This is an optimization exercise on Yosys and OpenROAD, whose aim is small area, a short achievable clock period and few clock cycles per item, not a production implementation.
RTL that was checked went through simulation tests only; none was proved equivalent to the original.
Function not checked in run 1: the RTL went through the layout flow alone.

**flow/flow/run.sh**
```bash
#!/bin/bash
# Layout flow: the standard synthesis and layout, with timing repair
# aiming for setup slack of SETUP_MARGIN ns at the design's clock period
# (the clock and every constraint stay as given; only the repair target moves).
# Ports get the smallest buffer, and the clock tree uses clkbuf_8 without
# dummy loads.
set -euo pipefail
W=$(pwd)
MARGIN=${SETUP_MARGIN:-8.5}
bash standard.sh synth > "$W/synth.log" 2>&1
make -C "$FLOW_HOME" DESIGN_CONFIG="$W/config.mk" WORK_HOME="$W/orfs" CLKGATE_MAP_FILE= \
    SYNTH_SCRIPT="$W/synth_recipe.tcl" SETUP_SLACK_MARGIN="$MARGIN" \
    BUFFER_PORTS_ARGS="-buffer_cell sky130_fd_sc_hd__buf_1" \
    CTS_ARGS="-sink_clustering_enable -repair_clock_nets -dont_use_dummy_load -buf_list sky130_fd_sc_hd__clkbuf_8" \
    finish > "$W/layout.log" 2>&1
R="$W/orfs/results/$FLOW_PLATFORM/sha2_engine/base"
: # left out here: write the final layout as DEF
```
**flow/standard.sh**
```bash
#!/bin/bash
# synth_recipe.tcl (not shown) runs the flow's synth.tcl, then flattens the netlist and writes it again
# the make line also repeats each setting of config.mk as NAME=value (left out here)
make -C /OpenROAD-flow-scripts/flow DESIGN_CONFIG=/design/flow/config.mk WORK_HOME=/design/flow/orfs CLKGATE_MAP_FILE= SYNTH_SCRIPT=/design/flow/synth_recipe.tcl "${@:-finish}"
```
**flow/config.mk**
```make
export PLATFORM = sky130hd
export DESIGN_NAME = sha2_engine
export DESIGN_NICKNAME = sha2_engine
export VERILOG_FILES = /design/flow/design.v
export SDC_FILE = /design/flow/constraint.sdc
export NUM_CORES = 4
export LEC_CHECK = 0
export CAP_MARGIN = 20
export CORE_MARGIN = 2
export CORE_UTILIZATION = 60
export PLACE_DENSITY = 0.7
export SLEW_MARGIN = 20
export SYNTH_MEMORY_MAX_BITS = 16384
```
**flow/constraint.sdc**
```tcl
create_clock -name core_clock -period 14.0 [get_ports {clk}]
set_input_delay 2.8000 -clock core_clock [delete_from_list [all_inputs] [get_ports {clk}]]
set_output_delay 2.8000 -clock core_clock [all_outputs]
set_load 0.01 [all_outputs]
```
**flow/design.v**
```verilog
module sha2_k (
    input  wire [6:0]  t,
    input  wire        sha384,
    output wire [63:0] k
);
    reg [63:0] k512;
    always @* begin
        case (t)
            7'd0: k512 = 64'h428a2f98d728ae22;
            7'd1: k512 = 64'h7137449123ef65cd;
            7'd2: k512 = 64'hb5c0fbcfec4d3b2f;
            7'd3: k512 = 64'he9b5dba58189dbbc;
            7'd4: k512 = 64'h3956c25bf348b538;
            7'd5: k512 = 64'h59f111f1b605d019;
            7'd6: k512 = 64'h923f82a4af194f9b;
            7'd7: k512 = 64'hab1c5ed5da6d8118;
            7'd8: k512 = 64'hd807aa98a3030242;
            7'd9: k512 = 64'h12835b0145706fbe;
            7'd10: k512 = 64'h243185be4ee4b28c;
            7'd11: k512 = 64'h550c7dc3d5ffb4e2;
            7'd12: k512 = 64'h72be5d74f27b896f;
            7'd13: k512 = 64'h80deb1fe3b1696b1;
            7'd14: k512 = 64'h9bdc06a725c71235;
            7'd15: k512 = 64'hc19bf174cf692694;
            7'd16: k512 = 64'he49b69c19ef14ad2;
            7'd17: k512 = 64'hefbe4786384f25e3;
            7'd18: k512 = 64'h0fc19dc68b8cd5b5;
            7'd19: k512 = 64'h240ca1cc77ac9c65;
            7'd20: k512 = 64'h2de92c6f592b0275;
            7'd21: k512 = 64'h4a7484aa6ea6e483;
            7'd22: k512 = 64'h5cb0a9dcbd41fbd4;
            7'd23: k512 = 64'h76f988da831153b5;
            7'd24: k512 = 64'h983e5152ee66dfab;
            7'd25: k512 = 64'ha831c66d2db43210;
            7'd26: k512 = 64'hb00327c898fb213f;
            7'd27: k512 = 64'hbf597fc7beef0ee4;
            7'd28: k512 = 64'hc6e00bf33da88fc2;
            7'd29: k512 = 64'hd5a79147930aa725;
            7'd30: k512 = 64'h06ca6351e003826f;
            7'd31: k512 = 64'h142929670a0e6e70;
            7'd32: k512 = 64'h27b70a8546d22ffc;
            7'd33: k512 = 64'h2e1b21385c26c926;
            7'd34: k512 = 64'h4d2c6dfc5ac42aed;
            7'd35: k512 = 64'h53380d139d95b3df;
            7'd36: k512 = 64'h650a73548baf63de;
            7'd37: k512 = 64'h766a0abb3c77b2a8;
            7'd38: k512 = 64'h81c2c92e47edaee6;
            7'd39: k512 = 64'h92722c851482353b;
            7'd40: k512 = 64'ha2bfe8a14cf10364;
            7'd41: k512 = 64'ha81a664bbc423001;
            7'd42: k512 = 64'hc24b8b70d0f89791;
            7'd43: k512 = 64'hc76c51a30654be30;
            7'd44: k512 = 64'hd192e819d6ef5218;
            7'd45: k512 = 64'hd69906245565a910;
            7'd46: k512 = 64'hf40e35855771202a;
            7'd47: k512 = 64'h106aa07032bbd1b8;
            7'd48: k512 = 64'h19a4c116b8d2d0c8;
            7'd49: k512 = 64'h1e376c085141ab53;
            7'd50: k512 = 64'h2748774cdf8eeb99;
            7'd51: k512 = 64'h34b0bcb5e19b48a8;
            7'd52: k512 = 64'h391c0cb3c5c95a63;
            7'd53: k512 = 64'h4ed8aa4ae3418acb;
            7'd54: k512 = 64'h5b9cca4f7763e373;
            7'd55: k512 = 64'h682e6ff3d6b2b8a3;
            7'd56: k512 = 64'h748f82ee5defb2fc;
            7'd57: k512 = 64'h78a5636f43172f60;
            7'd58: k512 = 64'h84c87814a1f0ab72;
            7'd59: k512 = 64'h8cc702081a6439ec;
            7'd60: k512 = 64'h90befffa23631e28;
            7'd61: k512 = 64'ha4506cebde82bde9;
            7'd62: k512 = 64'hbef9a3f7b2c67915;
            7'd63: k512 = 64'hc67178f2e372532b;
            7'd64: k512 = 64'hca273eceea26619c;
            7'd65: k512 = 64'hd186b8c721c0c207;
            7'd66: k512 = 64'heada7dd6cde0eb1e;
            7'd67: k512 = 64'hf57d4f7fee6ed178;
            7'd68: k512 = 64'h06f067aa72176fba;
            7'd69: k512 = 64'h0a637dc5a2c898a6;
            7'd70: k512 = 64'h113f9804bef90dae;
            7'd71: k512 = 64'h1b710b35131c471b;
            7'd72: k512 = 64'h28db77f523047d84;
            7'd73: k512 = 64'h32caab7b40c72493;
            7'd74: k512 = 64'h3c9ebe0a15c9bebc;
            7'd75: k512 = 64'h431d67c49c100d4c;
            7'd76: k512 = 64'h4cc5d4becb3e42b6;
            7'd77: k512 = 64'h597f299cfc657e2a;
            7'd78: k512 = 64'h5fcb6fab3ad6faec;
            7'd79: k512 = 64'h6c44198c4a475817;
            default: k512 = 64'h0;
        endcase
    end
    assign k = {k512[63:32], sha384 ? k512[31:0] : k512[63:32]};
endmodule
module sha2_engine (
    input  wire          clk,
    input  wire          rst,         
    input  wire          in_valid,
    output wire          in_ready,
    input  wire          in_sha384,   
    input  wire          in_first,    
    input  wire [1023:0] in_block,
    output wire          out_valid,
    input  wire          out_ready,
    output wire [383:0]  out_digest
);
    reg         busy;        
    reg         setup;       
    reg         fin;         
    reg         outv;        
    reg         late3;       
    reg         late2;       
    reg         last;        
    reg         mode;        
    reg         mode_r;      
    reg         mode_wn;     
    reg         first;       
    reg         omode;       
    reg         ofirst;      
    reg  [6:0]  t;           
    reg  [63:0] kr;          
    reg  [63:0] p;           
    reg  [63:0] hq [0:3];    
    reg  [63:0] hr [0:3];    
    reg         hqm [0:3];   
    reg         hrm [0:3];
    reg  [63:0] v [0:7];     
    reg  [63:0] W [0:16];    
    reg  [63:0] w15c;        
    reg         rdy;         
    wire stall  = late3 && outv;             
    wire rnd    = busy && !stall;            
    wire ready  = (!busy && !setup) || last;
    wire accept = in_valid && ready;
    wire ld_iv  = setup && first;            
    assign in_ready  = rdy;
    assign out_valid = outv;
    function [63:0] iv_of(input [2:0] i, input m);
        case (i)
            3'd0: iv_of = {32'hcbbb9d5d, m ? 32'hc1059ed8 : 32'h6a09e667};
            3'd1: iv_of = {32'h629a292a, m ? 32'h367cd507 : 32'hbb67ae85};
            3'd2: iv_of = {32'h9159015a, m ? 32'h3070dd17 : 32'h3c6ef372};
            3'd3: iv_of = {32'h152fecd8, m ? 32'hf70e5939 : 32'ha54ff53a};
            3'd4: iv_of = {32'h67332667, m ? 32'hffc00b31 : 32'h510e527f};
            3'd5: iv_of = {32'h8eb44a87, m ? 32'h68581511 : 32'h9b05688c};
            3'd6: iv_of = {32'hdb0c2e0d, m ? 32'h64f98fa7 : 32'h1f83d9ab};
            default: iv_of = {32'h47b5481d, m ? 32'hbefa4fa4 : 32'h5be0cd19};
        endcase
    endfunction
    function [127:0] csa(input [63:0] x, input [63:0] y, input [63:0] z);
        reg [63:0] c;
        begin
            c = (x & y) | (x & z) | (y & z);
            csa = {c[62:0], 1'b0, x ^ y ^ z};
        end
    endfunction
    function [63:0] rotr64(input [63:0] x, input integer n);
        rotr64 = (x >> n) | (x << (64 - n));
    endfunction
    function [31:0] rotr32(input [31:0] x, input integer n);
        rotr32 = (x >> n) | (x << (32 - n));
    endfunction
    wire [63:0] a = v[0], b = v[1], c = v[2], d = v[3];
    wire [63:0] e = v[4], f = v[5], g = v[6], h = v[7];
    wire [63:0] bs0_512 = rotr64(a, 28) ^ rotr64(a, 34) ^ rotr64(a, 39);
    wire [63:0] bs1_512 = rotr64(e, 14) ^ rotr64(e, 18) ^ rotr64(e, 41);
    wire [31:0] bs0_256 = rotr32(a[31:0], 2) ^ rotr32(a[31:0], 13) ^ rotr32(a[31:0], 22);
    wire [31:0] bs1_256 = rotr32(e[31:0], 6) ^ rotr32(e[31:0], 11) ^ rotr32(e[31:0], 25);
    wire [63:0] bs0 = {bs0_512[63:32], mode_r ? bs0_512[31:0] : bs0_256};
    wire [63:0] bs1 = {bs1_512[63:32], mode_r ? bs1_512[31:0] : bs1_256};
    wire [63:0] ch  = (e & f) | (~e & g);
    wire [63:0] maj = (a & b) | (a & c) | (b & c);
    wire [127:0] a1 = csa(p, ch, maj);
    wire [127:0] a2 = csa(bs0, bs1, a1[63:0]);
    wire [127:0] a3 = csa(a2[63:0], a2[127:64], a1[127:64]);
    wire [63:0] a_sum = a3[63:0] + a3[127:64];
    wire [127:0] e1 = csa(p, d, ch);
    wire [127:0] e2 = csa(e1[63:0], e1[127:64], bs1);
    wire [63:0] e_sum = e2[63:0] + e2[127:64];
    wire        rot    = (late3 && !stall) || late2 || last || fin;
    wire        use_iv = fin ? ofirst : first;
    wire        ivm    = fin ? omode : mode;
    wire [2:0]  ivi    = late3 ? 3'd3 : late2 ? 3'd2 : last ? 3'd1 : 3'd0;
    wire [63:0] hx = use_iv ? iv_of(ivi, ivm) : hq[0];
    wire [63:0] hy = use_iv ? iv_of(ivi + 3'd4, ivm) : hr[0];
    wire [63:0] sx, sy;
    sha2_add64_bk u_sx (.x(hx), .y(a), .s(sx));
    sha2_add64_bk u_sy (.x(hy), .y(e), .s(sy));
    wire [63:0] x1 = W[1], x14 = W[14];
    wire [63:0] ss0_512 = rotr64(x1, 1) ^ rotr64(x1, 8) ^ (x1 >> 7);
    wire [63:0] ss1_512 = rotr64(x14, 19) ^ rotr64(x14, 61) ^ (x14 >> 6);
    wire [31:0] ss0_256 = rotr32(x1[31:0], 7) ^ rotr32(x1[31:0], 18) ^ (x1[31:0] >> 3);
    wire [31:0] ss1_256 = rotr32(x14[31:0], 17) ^ rotr32(x14[31:0], 19) ^ (x14[31:0] >> 10);
    wire [63:0] ss0 = {ss0_512[63:32], mode_wn ? ss0_256 : ss0_512[31:0]};
    wire [63:0] ss1 = {ss1_512[63:32], mode_wn ? ss1_256 : ss1_512[31:0]};
    wire [127:0] w1 = csa(ss1, W[9], ss0);
    wire [127:0] w2 = csa(w1[63:0], w1[127:64], W[0]);
    wire [63:0] w15;
    sha2_add64_bk u_w (.x(W[15]), .y(w15c), .s(w15));
    wire [63:0] hp = setup ? (first ? iv_of(7, mode) : h) : g;
    wire [63:0] kp = {kr[63:32], mode ? kr[31:0] : kr[63:32]};
    wire [127:0] p1 = csa(hp, W[1], kp);
    wire [63:0] p_new;
    sha2_add64_bk u_p (.x(p1[63:0]), .y(p1[127:64]), .s(p_new));
    wire [6:0] u_next = setup ? 7'd1 : (busy && !last) ? (stall ? t + 7'd1 : t + 7'd2) : 7'd0;
    wire [63:0] k_next;
    sha2_k u_k (.t(u_next), .sha384(1'b1), .k(k_next));
    wire [6:0] rlast = mode ? 7'd79 : 7'd63;
    always @(posedge clk) begin
        if (rst) begin
            busy  <= 1'b0;
            setup <= 1'b0;
            rdy   <= 1'b1;
            fin   <= 1'b0;
            outv  <= 1'b0;
            late3 <= 1'b0;
            late2 <= 1'b0;
            last  <= 1'b0;
        end else begin
            setup <= accept;
            rdy   <= (!accept && !setup && (!busy || last)) || late2;
            fin   <= last;
            if (setup)
                busy <= 1'b1;
            else if (last)
                busy <= 1'b0;
            late3 <= busy && ((t == rlast - 7'd3) || stall);
            late2 <= late3 && !stall;
            last  <= late2;
            if (fin)
                outv <= 1'b1;
            else if (outv && out_ready)
                outv <= 1'b0;
        end
    end
    always @(posedge clk) begin
        kr <= k_next;
        if (setup)
            t <= 7'd0;
        else if (rnd)
            t <= t + 7'd1;
        if (accept) begin
            mode  <= in_sha384;
            first <= in_first;
        end
        if (setup) begin
            mode_r  <= mode;
            mode_wn <= !mode;
        end
        if (last) begin
            omode  <= mode;
            ofirst <= first;
        end
        if (setup || rnd)
            p <= p_new;
    end
    integer i;
    always @(posedge clk) begin
        if (rot) begin
            hq[0] <= hq[1];
            hq[1] <= hq[2];
            hq[2] <= hq[3];
            hq[3] <= sx;
            hr[0] <= hr[1];
            hr[1] <= hr[2];
            hr[2] <= hr[3];
            hr[3] <= sy;
            hqm[0] <= hqm[1];
            hqm[1] <= hqm[2];
            hqm[2] <= hqm[3];
            hqm[3] <= ivm;
            hrm[0] <= hrm[1];
            hrm[1] <= hrm[2];
            hrm[2] <= hrm[3];
            hrm[3] <= ivm;
        end
        if (ld_iv) begin
            for (i = 0; i < 8; i = i + 1)
                v[i] <= iv_of(i, mode);
        end else begin
            if (rnd) begin
                v[0] <= a_sum;
                v[1] <= last ? sx : a;
                v[2] <= last ? hq[3] : b;      
                v[3] <= last ? hq[2] : c;      
                v[4] <= e_sum;
                v[5] <= last ? sy : e;
                v[6] <= last ? hr[3] : f;      
                v[7] <= last ? hr[2] : g;      
            end
            if (fin) begin
                v[0] <= sx;
                v[4] <= sy;
            end
        end
        if (!stall)
            W[0] <= W[1];
        w15c <= (ready || setup) ? 64'h0 : w2[127:64];
        for (i = 1; i < 17; i = i + 1) begin
            if (ready || i == 16)
                W[i] <= in_sha384 ? in_block[1023 - 64*(i-1) -: 64]
                                  : {in_block[1023 - 64*(i-1) -: 32], in_block[1023 - 32*(i-1) -: 32]};
            else if (i == 15)
                W[i] <= setup ? W[16] : w2[63:0];
            else if (i == 14)
                W[i] <= w15;
            else if (i > 2 || !stall)
                W[i] <= W[i+1];
        end
    end
    wire [63:0] H0 = hq[3], H1 = hq[2], H2 = hq[1], H3 = hq[0];
    wire [63:0] H4 = hr[3], H5 = hr[2], H6 = hr[1], H7 = hr[0];
    assign out_digest = {hqm[3] ? H0 : {H0[31:0], H1[31:0]},
                         hqm[2] ? H1 : {H2[31:0], H3[31:0]},
                         hqm[1] ? H2 : {H4[31:0], H5[31:0]},
                         hqm[0] ? H3 : {H6[31:0], H7[31:0]},
                         hrm[3] ? H4 : 64'h0,
                         hrm[2] ? H5 : 64'h0};
endmodule
module sha2_add64_bk (
    input  wire [63:0] x,
    input  wire [63:0] y,
    output wire [63:0] s
);
    wire [64*12-1:0] gg, pp;
    assign gg[63:0] = x & y;
    assign pp[63:0] = x ^ y;
    genvar l, i;
    generate
        for (l = 1; l < 12; l = l + 1) begin : g_lvl
            for (i = 0; i < 64; i = i + 1) begin : g_bit
                localparam integer D  = (l <= 6) ? (1 << (l - 1)) : (1 << (11 - l));
                localparam integer UP = (l <= 6);
                localparam integer ON = UP ? ((i % (2 * D)) == (2 * D - 1))
                                           : ((i >= 3 * D - 1) && ((i % (2 * D)) == (D - 1)));
                if (ON) begin : g_op
                    assign gg[64*l + i] = gg[64*(l-1) + i] | (pp[64*(l-1) + i] & gg[64*(l-1) + i - D]);
                    assign pp[64*l + i] = pp[64*(l-1) + i] & pp[64*(l-1) + i - D];
                end else begin : g_pass
                    assign gg[64*l + i] = gg[64*(l-1) + i];
                    assign pp[64*l + i] = pp[64*(l-1) + i];
                end
            end
        end
    endgenerate
    assign s = pp[63:0] ^ {gg[64*11 + 62 -: 63], 1'b0};
endmodule
```
==> results.toml, run 1 <==
[synthesis]
ys_warn_count = 14
synth.largest_area_cell = "edfxtp_1"
async_flop_share = 0
synth_area_um2 = 136000
synthMuxAreaShare = 0.0908
netlist_instances = 14200
ys_seq_area_frac = 0.418
synthFlopType = "dfxtp_1"
synth_common_cells = "nand2_1, dfxtp_1, edfxtp_1, o21ai_0, mux2i_1"
ys_seq_elements = 2328
synth_simple_gate_area_frac = 0.120
ys_top_cells_by_area = "edfxtp_1, dfxtp_1, fa_1"
synth-edff-count = 1034
synth_compound_area_frac = 0.129
synth_area_per_cell_um2 = 9.59
syn_nets = 16300
yosysMostFrequentCell = "nand2_1"
synth.distinct_cells = 94
synth_top_family_by_area = "adder cells"
synthAdderAreaFrac = 0.130
synth-xor-area-share = 0.0601
yosysTopAreaCellShare = 0.228

[floorplanning]
ios = 1416
chipWidth_um = 480
initial_core_util = 0.605
die_h_um = 480
num_rows = 174

[placed_design]
placed_cells = 17800
io_buffers = 1415
globalplace.congestion = 1.27
dpl.hpwl_um = 594000

[grt]
grt_pass1_wl_um = 1130000
grtUsageTotal = 0.716
grt_max_degree = 264
overflow = 64
grt_pass1_vias = 130000

[cts]
cts_buffer_depth = 4
cts.sinks = 2328
numCtsBuffers = 397
ctsHtreeMaxLevel = 5
clock-root-buffer = "clkbuf_8"

[outcome]
outcome = "did not finish"
stop_stage = "5_1_grt"
error = "[ERROR GRT-0116] Global routing finished with congestion. Check the congestion regions in the DRC Viewer."
-- routing by layer --
metal	GRT overflow	global-route usage
met1	0	0.733
met2	36	0.882
met3	1	0.538
met4	27	0.708
met5	0	0.242
-- stage by stage --
| step | setup WS, ns | utilization | cell area [um^2] |
|---|---|---|---|
| 2_1_floorplan | 8.51 | - | 136000 |
| 3_3_place_gp | 6.48 | 0.637 | 143000 |
| 3_5_place_dp | 6.13 | 0.637 | 143000 |
| 4_1_cts | 8.15 | 0.676 | 152000 |
-- worst max-delay path by stage --
stage	start	to
after floorplan	fin	v[5][63]
after global placement	mode	p[63]
after detailed placement	mode	p[63]
after CTS	mode	p[63]
-- cell families after synthesis --
logic type	after synthesis
multiplexers	1199
XOR/XNOR	934
flip-flops	2328
AND/OR/NAND/NOR	3920
buffers and inverters	1875
AO/OA/AOI/OAI	2910
adder cells (fa/ha/maj)	1033
-- repair_timing --
action,in CTS
gates cloned,16
endpoints found under the setup margin,801
pin swaps,77
resized for setup,333
hold buffers,0
setup buffers,192
==> inputs of run 2 (changes only) <==
--- a/flow/design.v
+++ b/flow/design.v
@@ -274,25 +274,21 @@
             hrm[3] <= ivm;
         end
-        if (ld_iv) begin
+        if (rnd) begin
+            v[0] <= a_sum;
+            v[1] <= last ? sx : a;
+            v[2] <= last ? hq[3] : b;      
+            v[3] <= last ? hq[2] : c;      
+            v[4] <= e_sum;
+            v[5] <= last ? sy : e;
+            v[6] <= last ? hr[3] : f;      
+            v[7] <= last ? hr[2] : g;      
+        end else if (ld_iv) begin
             for (i = 0; i < 8; i = i + 1)
                 v[i] <= iv_of(i, mode);
-        end else begin
-            if (rnd) begin
-                v[0] <= a_sum;
-                v[1] <= last ? sx : a;
-                v[2] <= last ? hq[3] : b;      
-                v[3] <= last ? hq[2] : c;      
-                v[4] <= e_sum;
-                v[5] <= last ? sy : e;
-                v[6] <= last ? hr[3] : f;      
-                v[7] <= last ? hr[2] : g;      
-            end
-            if (fin) begin
-                v[0] <= sx;
-                v[4] <= sy;
-            end
+        end else if (fin) begin
+            v[0] <= sx;
+            v[4] <= sy;
         end
-        if (!stall)
-            W[0] <= W[1];
+        W[0] <= W[1];
         w15c <= (ready || setup) ? 64'h0 : w2[127:64];
         for (i = 1; i < 17; i = i + 1) begin
--- a/flow/flow/run.sh
+++ b/flow/flow/run.sh
@@ -3,5 +3,5 @@
 # aiming for setup slack of SETUP_MARGIN ns at the design's clock period
 # (the clock and every constraint stay as given; only the repair target moves).
-# Ports get the smallest buffer, and the clock tree uses clkbuf_8 without
+# Ports get the smallest buffer, and the clock tree uses clkbuf_16 on clusters of up to 30 sinks without
 # dummy loads.
 set -euo pipefail
@@ -12,5 +12,5 @@
     SYNTH_SCRIPT="$W/synth_recipe.tcl" SETUP_SLACK_MARGIN="$MARGIN" \
     BUFFER_PORTS_ARGS="-buffer_cell sky130_fd_sc_hd__buf_1" \
-    CTS_ARGS="-sink_clustering_enable -repair_clock_nets -dont_use_dummy_load -buf_list sky130_fd_sc_hd__clkbuf_8" \
+    CTS_ARGS="-sink_clustering_enable -repair_clock_nets -dont_use_dummy_load -buf_list sky130_fd_sc_hd__clkbuf_16 -sink_clustering_size 30 -sink_clustering_max_diameter 80" \
     finish > "$W/layout.log" 2>&1
 R="$W/orfs/results/$FLOW_PLATFORM/sha2_engine/base"
--- a/flow/config.mk
+++ b/flow/config.mk
@@ -6,8 +6,8 @@
 export NUM_CORES = 4
 export LEC_CHECK = 0
-export CAP_MARGIN = 20
+export CAP_MARGIN = 30
 export CORE_MARGIN = 2
-export CORE_UTILIZATION = 60
-export PLACE_DENSITY = 0.7
-export SLEW_MARGIN = 20
+export CORE_UTILIZATION = 50
+export PLACE_DENSITY = 0.6
+export SLEW_MARGIN = 40
 export SYNTH_MEMORY_MAX_BITS = 16384
==> results.toml, run 2 <==
[outcome]
outcome = "timing/DRC/antenna clean"

[grt]
grt_pass1_wl_um = 1040000
grt_pass1_vias = 117000
overflow = 0
grtUsageTotal = 0.561
grt_max_degree = 161
antenna_found_initial = 286

[routing]
drtIter0Drc = 22500
final_antenna_net_count = 0
drt-pass1-iter-count = 10
vias = 127000
routedWlPerCell_um = 42.5
wirelength_um = 806000
drc = 0
via_per_inst = 6.71

[layout]
drive_gt1_frac = 0.124
largest_reg_flops = 1088
fillCellCount = 23200
area_growth_pct = 16.5
fin_nets = 17200
layout_common_cells = "nand2_1, buf_1, edfxtp_1"
top_regs = "W x1088, v x512"
final_cell_area_um2 = 158000
top_register = "W"
final_util = 0.585
final_common_cell = "nand2_1"

[synthesis]
synthFlopType = "edfxtp_1"
synth.distinct_cells = 101
ys_warn_count = 14
yosysMostFrequentCell = "nand2_1"
synth_common_cells = "nand2_1, edfxtp_1, dfxtp_1, o21ai_0, mux2i_1"
yosysTopAreaCellShare = 0.271
ys_seq_elements = 2328
synth-edff-count = 1226
synth.largest_area_cell = "edfxtp_1"
ys_seq_area_frac = 0.434
async_flop_share = 0
netlist_instances = 13700
synth_area_per_cell_um2 = 9.87
syn_nets = 15800
ys_top_cells_by_area = "edfxtp_1, dfxtp_1, fa_1"
synth_area_um2 = 136000

[floorplanning]
chipWidth_um = 525
num_rows = 191
ios = 1416
die_h_um = 525
core_um2 = 270000
die-area_um2 = 276000
initial_core_util = 0.502

[worst_setup_path]
path_max_fanout = 4
arrival_ns = 6.67
crit_required_ns = 14.62
cpMaxStageDelayCell = "edfxtp_1"
startpoint_type = "flip-flop"
critPathMaxStageDelay_ns = 0.58
worstPathCellList = "xor2_1 -> xnor2_1 -> nand2_1 -> o21ai_2 -> fa_1 -> fa_2 -> ha_4 -> o211ai_1 -> o21ai_2 -> a41oi_4 -> buf_12 -> o211ai_4 -> buf_4 -> buf_6 -> buf_6 -> a41oi_4 -> o31ai_4 -> nor2b_4 -> a31oi_4 -> o21ai_4 -> buf_12 -> a31oi_2 -> xnor2_1 -> a21oi_1"
crit_path_end_kind = "flip-flop"
crit_type = "flip-flop to flip-flop"

[sta]
slew_viol_final = 0
fmax_ghz = 0.165
hold_viol = 0
fin_setup_tns_ns = 0
fin_skew_ns = 0.135
worst_slew_pin_slew_ns = 1.13
setup_viol = 0
slew_headroom = 0.244
rsz0062_at_grt = "true"
fin_crit_ns = 6.06
period_share = 0.433

[cts]
clock_latency_ns = 0.96
ctsHtreeMaxLevel = 4
cts.sinks = 2328
clk_pin_slew_ns = 0.10
cts_hold_buffers = 0
clock-root-buffer = "clkbuf_16"
tritoncts = "yes"
cts_buffer_depth = 4
numCtsBuffers = 151

[placed_design]
place_area_um2 = 145000
globalplace.congestion = 1.23
dpl.hpwl_um = 628000
io_buffers = 1415

[hold_path]
hold_path.class = "flip-flop to flip-flop"

[job]
drv_cap = 0
## run 2: metrics by stage
step                hold WS [ns]  setup WS [ns]  std cells
floorplan                  0.346           8.51      13700
global placement           0.394           5.22      18100
detailed placement         0.400           6.14      18100
CTS                        0.380           8.17      18500
global route               0.396           7.98      18800
finish                     0.387           7.94      18900
## run 2: path summary, 6_finish.rpt
check,startpoint,end,slack [ns],cells past startpoint
max,v[0][38],v[0][63],7.94,24
max reg2reg,v[0][38],v[0][63],7.94,24
min reg2reg,W[12][49],W[11][49],0.39,2
min,W[12][49],W[11][49],0.39,2
## run 2: kinds of logic (layout without fill, tap and decap cells)
group                    Yosys count  after routing  share of synthesized area
AO/OA/AOI/OAI                   2687           2688                      0.119
XOR/XNOR                         945            945                     0.0610
adder cells (fa/ha/maj)         1033           1033                      0.130
buffers and inverters           1826           3177                     0.0506
flip-flops                      2328           2328                      0.434
multiplexers                    1186           1186                     0.0902
other                              0            277                          0
AND/OR/NAND/NOR                 3740           3740                      0.115
## run 2: worst max-delay path: cells and delay by family, from the launching register on
kind                       cells  cell delay [ns]
buffers and inverters          5             0.67
and+or+nand+nor                2             0.39
adders and majority gates      3             1.35
AOI/OAI and AO/OA             11             2.04
xor gates and xnor gates       3             0.74
DFF                            1             0.58
## run 2: timing repair
action,in CTS,in global routing
buffers inserted,281,138
pin swaps,129,189
gates cloned,6,6
setup endpoints to repair,635,180
resized for setup,607,375
## run 2: layout make-up
type                       instances  area [um^2]  share of cell area
sequential                      2328        58900               0.373
antenna                          277          693             0.00439
timing repair inverter             2         15.0           0.0000950
clock buffer                     151         3780              0.0239
tap                             3570         4470              0.0283
inverter                         901         3450              0.0218
multi-input combinational       9592        74200               0.469
timing repair buffer            2123        12500              0.0793
## run 2: routing by layer
metal  global-route usage  vias up  share of wire
met5              0.00727        -        0.00074
met4                0.585       78           0.13
met3                0.263     3726           0.16
met2                0.773    12600           0.40
met1                0.614    61200           0.31
li1                     -    49500              -
Testbench counts of run 2, summed over its fixed seeds: cycles 93,432, blocks 1,280.
==> inputs of run 3 (changes only) <==
--- a/flow/config.mk
+++ b/flow/config.mk
@@ -8,6 +8,6 @@
 export CAP_MARGIN = 30
 export CORE_MARGIN = 2
-export CORE_UTILIZATION = 50
-export PLACE_DENSITY = 0.6
+export CORE_UTILIZATION = 55
+export PLACE_DENSITY = 0.65
 export SLEW_MARGIN = 40
 export SYNTH_MEMORY_MAX_BITS = 16384
==> results.toml, run 3 <==
[outcome]
outcome = "timing/DRC/antenna clean"

[synthesis]
synth_area_per_cell_um2 = 9.87
synth-edff-count = 1226
synth.distinct_cells = 101
synth_area_um2 = 136000
synthFlopType = "edfxtp_1"
syn_nets = 15800
yosysMostFrequentCell = "nand2_1"
ys_top_cells_by_area = "edfxtp_1, dfxtp_1, fa_1"
ys_seq_area_frac = 0.434
ys_warn_count = 14
netlist_instances = 13700
yosysTopAreaCellShare = 0.271
async_flop_share = 0
ys_seq_elements = 2328
synth.largest_area_cell = "edfxtp_1"
synth_common_cells = "nand2_1, edfxtp_1, dfxtp_1, o21ai_0, mux2i_1"

[placed_design]
dpl.hpwl_um = 600000
globalplace.congestion = 1.17
io_buffers = 1415
place_area_um2 = 144000

[sta]
hold_slack_ns = 0.304
fin_setup_tns_ns = 0
setup_viol = 0
fin_crit_ns = 6.10
fin_skew_ns = 0.145
worst_slew_pin_slew_ns = 1.09
slew_headroom = 0.271
rsz0062_at_grt = "true"
slew_viol_final = 0
period_share = 0.436
hold_viol = 0
fmax_ghz = 0.164

[layout]
largest_reg_flops = 1088
final_common_cell = "nand2_1"
final_cell_area_um2 = 156000
fillCellCount = 19800
drive_gt1_frac = 0.114
area_growth_pct = 14.8
fin_nets = 17100
top_register = "W"
layout_common_cells = "nand2_1, buf_1, edfxtp_1"
top_regs = "W x1088, v x512"

[worst_setup_path]
r2r-start = "late3"
r2r_cells = 26
r2r-end = "v[5][63]"
rrSetupSlack_ns = 7.90
critPathLaunch = "late3"
startpoint_type = "flip-flop"
path_max_fanout = 10
crit_type = "flip-flop to flip-flop"
crit_required_ns = 14.58
crit_path_end_kind = "flip-flop"
arrival_ns = 6.68

[cts]
cts_hold_buffers = 0
cts_buffer_depth = 3
numCtsBuffers = 137
clock_latency_ns = 0.91
clock-root-buffer = "clkbuf_16"
ctsHtreeMaxLevel = 4
clk_pin_slew_ns = 0.11
cts.sinks = 2328
tritoncts = "yes"

[floorplanning]
initial_core_util = 0.552
die_h_um = 501
ios = 1416
core_um2 = 246000
chipWidth_um = 501
die-area_um2 = 251000
num_rows = 182

[hold_path]
hold_start = "hr[1][38]"
hold_path.class = "flip-flop to flip-flop"
whs_path_depth = 0
holdPathEnd = "hr[0][38]"

[job]
drv_cap = 0

[routing]
drc = 0
wirelength_um = 786000
drtIter0Drc = 24700
via_per_inst = 6.95
final_antenna_net_count = 0
drt-pass1-iter-count = 9
vias = 129000
routedWlPerCell_um = 42.3

[grt]
overflow = 0
grt_max_degree = 256
grt_pass1_vias = 118000
antenna_found_initial = 262
grt_pass1_wl_um = 1030000
grtUsageTotal = 0.608
==> run 3: cells by family after synthesis <==
group | count (synthesis) | synth area share
XOR/XNOR | 945 | 0.0610
flip-flops | 2328 | 0.434
buffers and inverters | 1826 | 0.0506
adder cells (fa/ha/maj) | 1033 | 0.130
multiplexers | 1186 | 0.0902
AO/OA/AOI/OAI | 2687 | 0.119
AND/OR/NAND/NOR | 3740 | 0.115
==> run 3: per-stage QoR <==
stage	std cells	util	worst slack [ns]
floorplan	13700	-	8.51
global placement	17700	0.585	6.06
detailed placement	17700	0.587	5.89
CTS	18100	0.620	8.27
global route	18400	0.633	7.97
finish	18600	0.634	7.90
==> run 3: worst max-delay path, cell delays in order, from the launching register on <==
cell	delay, ns
dfxtp_2	0.34
buf_8	0.15
or2_4	0.31
buf_6	0.15
ha_4	0.20
buf_6	0.16
buf_6	0.16
nand2_1	0.59
nand2_1	0.24
ha_1	0.28
a21o_1	0.22
a21o_1	0.20
a21oi_1	0.18
o21ai_0	0.26
nand2b_1	0.18
a21oi_1	0.08
a211o_1	0.30
a31oi_4	0.21
o211a_1	0.25
nor2_2	0.05
a211oi_2	0.28
o21a_1	0.22
fa_2	0.21
xor2_1	0.17
xnor2_1	0.14
mux2i_1	0.17
nand2_1	0.09
==> run 3: what timing repair did <==
item	CTS	global route
setup buffers	279	100
pin swaps	130	113
endpoints found under the setup margin	566	134
endpoints found under the hold margin	0	0
cloned	12	1
gates resized for setup	512	296
==> run 3: layout make-up <==
cell class	count	area, um^2	area share
Timing Repair inverter	1	7.51	0.0000482
Timing Repair Buffer	2090	11900	0.0767
Sequential cell	2328	58900	0.378
Inverter	901	3460	0.0222
Clock buffer	137	3430	0.0220
Antenna cell	286	716	0.00459
Tap cell	3220	4030	0.0259
Multi-Input combinational cell	9592	73300	0.471
==> run 3: routing by layer <==
metal	track usage	share of wire	routed length, um
met4	0.647	0.14	109000
met1	0.644	0.30	237000
met5	0.0484	0.0018	1380
met2	0.810	0.39	305000
met3	0.340	0.17	133000
==> run 3: worst max path at each step <==
| stage | to | slack (ns) | depth (start not counted) |
|---|---|---|---|
| after CTS | v[0][61] | 8.27 | 20 |
| after global placement | v[1][49] | 6.06 | 27 |
| after detailed placement | v[1][49] | 5.89 | 27 |
| final | v[5][63] | 7.90 | 26 |
| after global routing | v[5][63] | 7.97 | 26 |
| after floorplan | v[1][63] | 8.51 | 28 |
==> inputs of run 4 (changes only) <==
==> flow/run.sh (new file) <==
#!/bin/bash
# synth_recipe.tcl (not shown) runs the flow's synth.tcl, then flattens the netlist and writes it again
# the make line also repeats each setting of config.mk as NAME=value (left out here)
make -C /OpenROAD-flow-scripts/flow DESIGN_CONFIG=/design/flow/config.mk WORK_HOME=/design/flow/orfs CLKGATE_MAP_FILE= SYNTH_SCRIPT=/design/flow/synth_recipe.tcl finish
--- a/flow/config.mk
+++ b/flow/config.mk
@@ -8,6 +8,6 @@
 export CAP_MARGIN = 30
 export CORE_MARGIN = 2
-export CORE_UTILIZATION = 55
-export PLACE_DENSITY = 0.65
+export CORE_UTILIZATION = 30
+export PLACE_DENSITY = 0.4
 export SLEW_MARGIN = 40
 export SYNTH_MEMORY_MAX_BITS = 16384
removed: flow/flow/run.sh
removed: flow/standard.sh
==> results.toml, run 4 <==
[floorplanning]
ios = 1416
die_h_um = 677
num_rows = 246
die-area_um2 = 458000
initial_core_util = 0.302
chipWidth_um = 677
core_um2 = 450000

[grt]
grtUsageTotal = 0.357
grt_pass1_wl_um = 1090000
grt_max_degree = 209
antenna_found_initial = 307
grt_pass1_vias = 109000
overflow = 0

[routing]
via_per_inst = 5.36
drtIter0Drc = 13500
vias = 114000
routedWlPerCell_um = 39.9
drc = 0
wirelength_um = 845000
drt-pass1-iter-count = 6
final_antenna_net_count = 0

[worst_setup_path]
critPathMaxStageDelay_ns = 0.67
crit_type = "flip-flop to flip-flop"
startpoint_type = "flip-flop"
cpMaxStageDelayCell = "o21ai_1"
crit_path_end_kind = "flip-flop"
crit_required_ns = 14.69
path_max_fanout = 14
cpMostUsedCell = "nor2_1"
arrival_ns = 8.78

[synthesis]
synth_area_per_cell_um2 = 9.87
syn_nets = 15800
synth-edff-count = 1226
async_flop_share = 0
synth_common_cells = "nand2_1, edfxtp_1, dfxtp_1, o21ai_0, mux2i_1"
ys_top_cells_by_area = "edfxtp_1, dfxtp_1, fa_1"
synth.largest_area_cell = "edfxtp_1"
ys_warn_count = 14
synthFlopType = "edfxtp_1"
ys_seq_elements = 2328
synth.distinct_cells = 101
ys_seq_area_frac = 0.434
synth_area_um2 = 136000
yosysTopAreaCellShare = 0.271
yosysMostFrequentCell = "nand2_1"
netlist_instances = 13700

[sta]
hold_slack_ns = 0.354
rsz0062_at_grt = "false"
worst_slew_pin_slew_ns = 1.04
slew_headroom = 0.300
fin_skew_ns = 0.0912
fin_crit_ns = 8.09
hold_viol = 0
final.setup.worst_slack_ns = 5.91
fmax_ghz = 0.124
slew_viol_final = 0
setup_viol = 0
fin_setup_tns_ns = 0
period_share = 0.578

[cts]
ctsHtreeMaxLevel = 5
postCtsSetupBuffers = 0
cts.sinks = 2328
cts_buffer_depth = 4
clock_latency_ns = 0.99
tritoncts = "yes"
numCtsBuffers = 301
clock-root-buffer = "clkbuf_16"
cts_hold_buffers = 0
clk_pin_slew_ns = 0.06
post_cts_resize_count = 0

[layout]
largest_reg_flops = 1088
final_common_cell = "nand2_1"
fin_nets = 16900
drive_gt1_frac = 0.0820
area_growth_pct = 23.7
final_cell_area_um2 = 168000
final_cells = 21200
fillCellCount = 45600
top_register = "W"
layout_common_cells = "nand2_1, clkdlybuf4s50_1, edfxtp_1"
top_regs = "W x1088, v x512"

[hold_path]
hold_path.class = "flip-flop to flip-flop"

[placed_design]
place_area_um2 = 157000
globalplace.congestion = 1.01
io_buffers = 1415
placed_cells = 20500
dpl.hpwl_um = 691000
post-place-ws_ns = 6.08

[outcome]
outcome = "timing/DRC/antenna clean"

[job]
drv_cap = 0
run 4: per-stage QoR:
stage	utilization
floorplan	-
global placement	0.348
detailed placement	0.350
CTS	0.372
global route	0.373
finish	0.373
run 4: cells by family after synthesis:
kind of cell / after synthesis / synth area share
AND/OR/NAND/NOR: 3740 / 0.115
AO/OA/AOI/OAI: 2687 / 0.119
flip-flops: 2328 / 0.434
buffers and inverters: 1826 / 0.0506
multiplexers: 1186 / 0.0902
adder cells (fa/ha/maj): 1033 / 0.130
XOR/XNOR: 945 / 0.0610
run 4: path summary, 6_finish.rpt:
check | from | endpoint | slack, ns | cells after the start
worst max register to register | late2 | v[1][63] | 5.91 | 27
worst min-delay path | W[10][32] | W[9][32] | 0.35 | 2
worst min register to register | W[10][32] | W[9][32] | 0.35 | 2
worst max-delay path | late2 | v[1][63] | 5.91 | 27
run 4: critical path: cells and delay by family, from the launching register on:
family          cells  cell delay (ns)
simple gates        7             1.46
flops               1             0.61
mux                 1             0.18
compound gates     11             3.39
buf+inv             3             0.60
xor+xnor            2             0.32
fa+ha+maj           3             1.26
run 4: cell type report:
cell class / instances / area, um^2 / area share
clock inverter: 154 / 1770 / 0.0106
clock buffer: 391 / 8240 / 0.0491
tap: 5952 / 7450 / 0.0444
multi-input combinational: 9591 / 70500 / 0.420
antenna: 130 / 325 / 0.00194
sequential: 2328 / 58900 / 0.351
timing repair buffer: 1749 / 17300 / 0.103
inverter: 901 / 3390 / 0.0202
run 4: per-layer routing:
metal,vias up,wire length (um),track usage
met4,102,57500,0.196
met2,5661,385000,0.572
met5,-,662,0
met3,1408,59000,0.0598
li1,49100,-,-
met1,57300,343000,0.457

## what the ideal ports hide
The flow's constraints put no driver on any port. The routed layouts listed below were extracted and timed again, unchanged, in two steps. Step 1 sets driving cells, clkbuf_16 on the clock port and buf_2 on the other inputs (assumed; they add their load-dependent delay and slew). Step 2, shift: input delay + t, output delay - t, t = (earliest + latest rising clock arrival at the registers) / 2. This alone moves slack from input paths to output paths. Three values: ideal, step 1, step 2; two values: the first two.
| run | t, ns | slack for setup (ns) | worst slew at a driven data input, ns |
|---|---|---|---|
| run 2 | 1.023 | 7.943 / 7.943 / 7.706 | 0.55 |
| run 3 | 0.956 | 7.901 / 7.901 / 7.500 | 0.61 |
| run 4 | 1.081 | 5.912 / 5.912 / 5.912 | 0.44 |
After both steps every run listed still meets setup and hold. For run 3, which loses most, drivers alone change the setup slack by 0.000 ns; drivers and shift together by -0.401 ns.
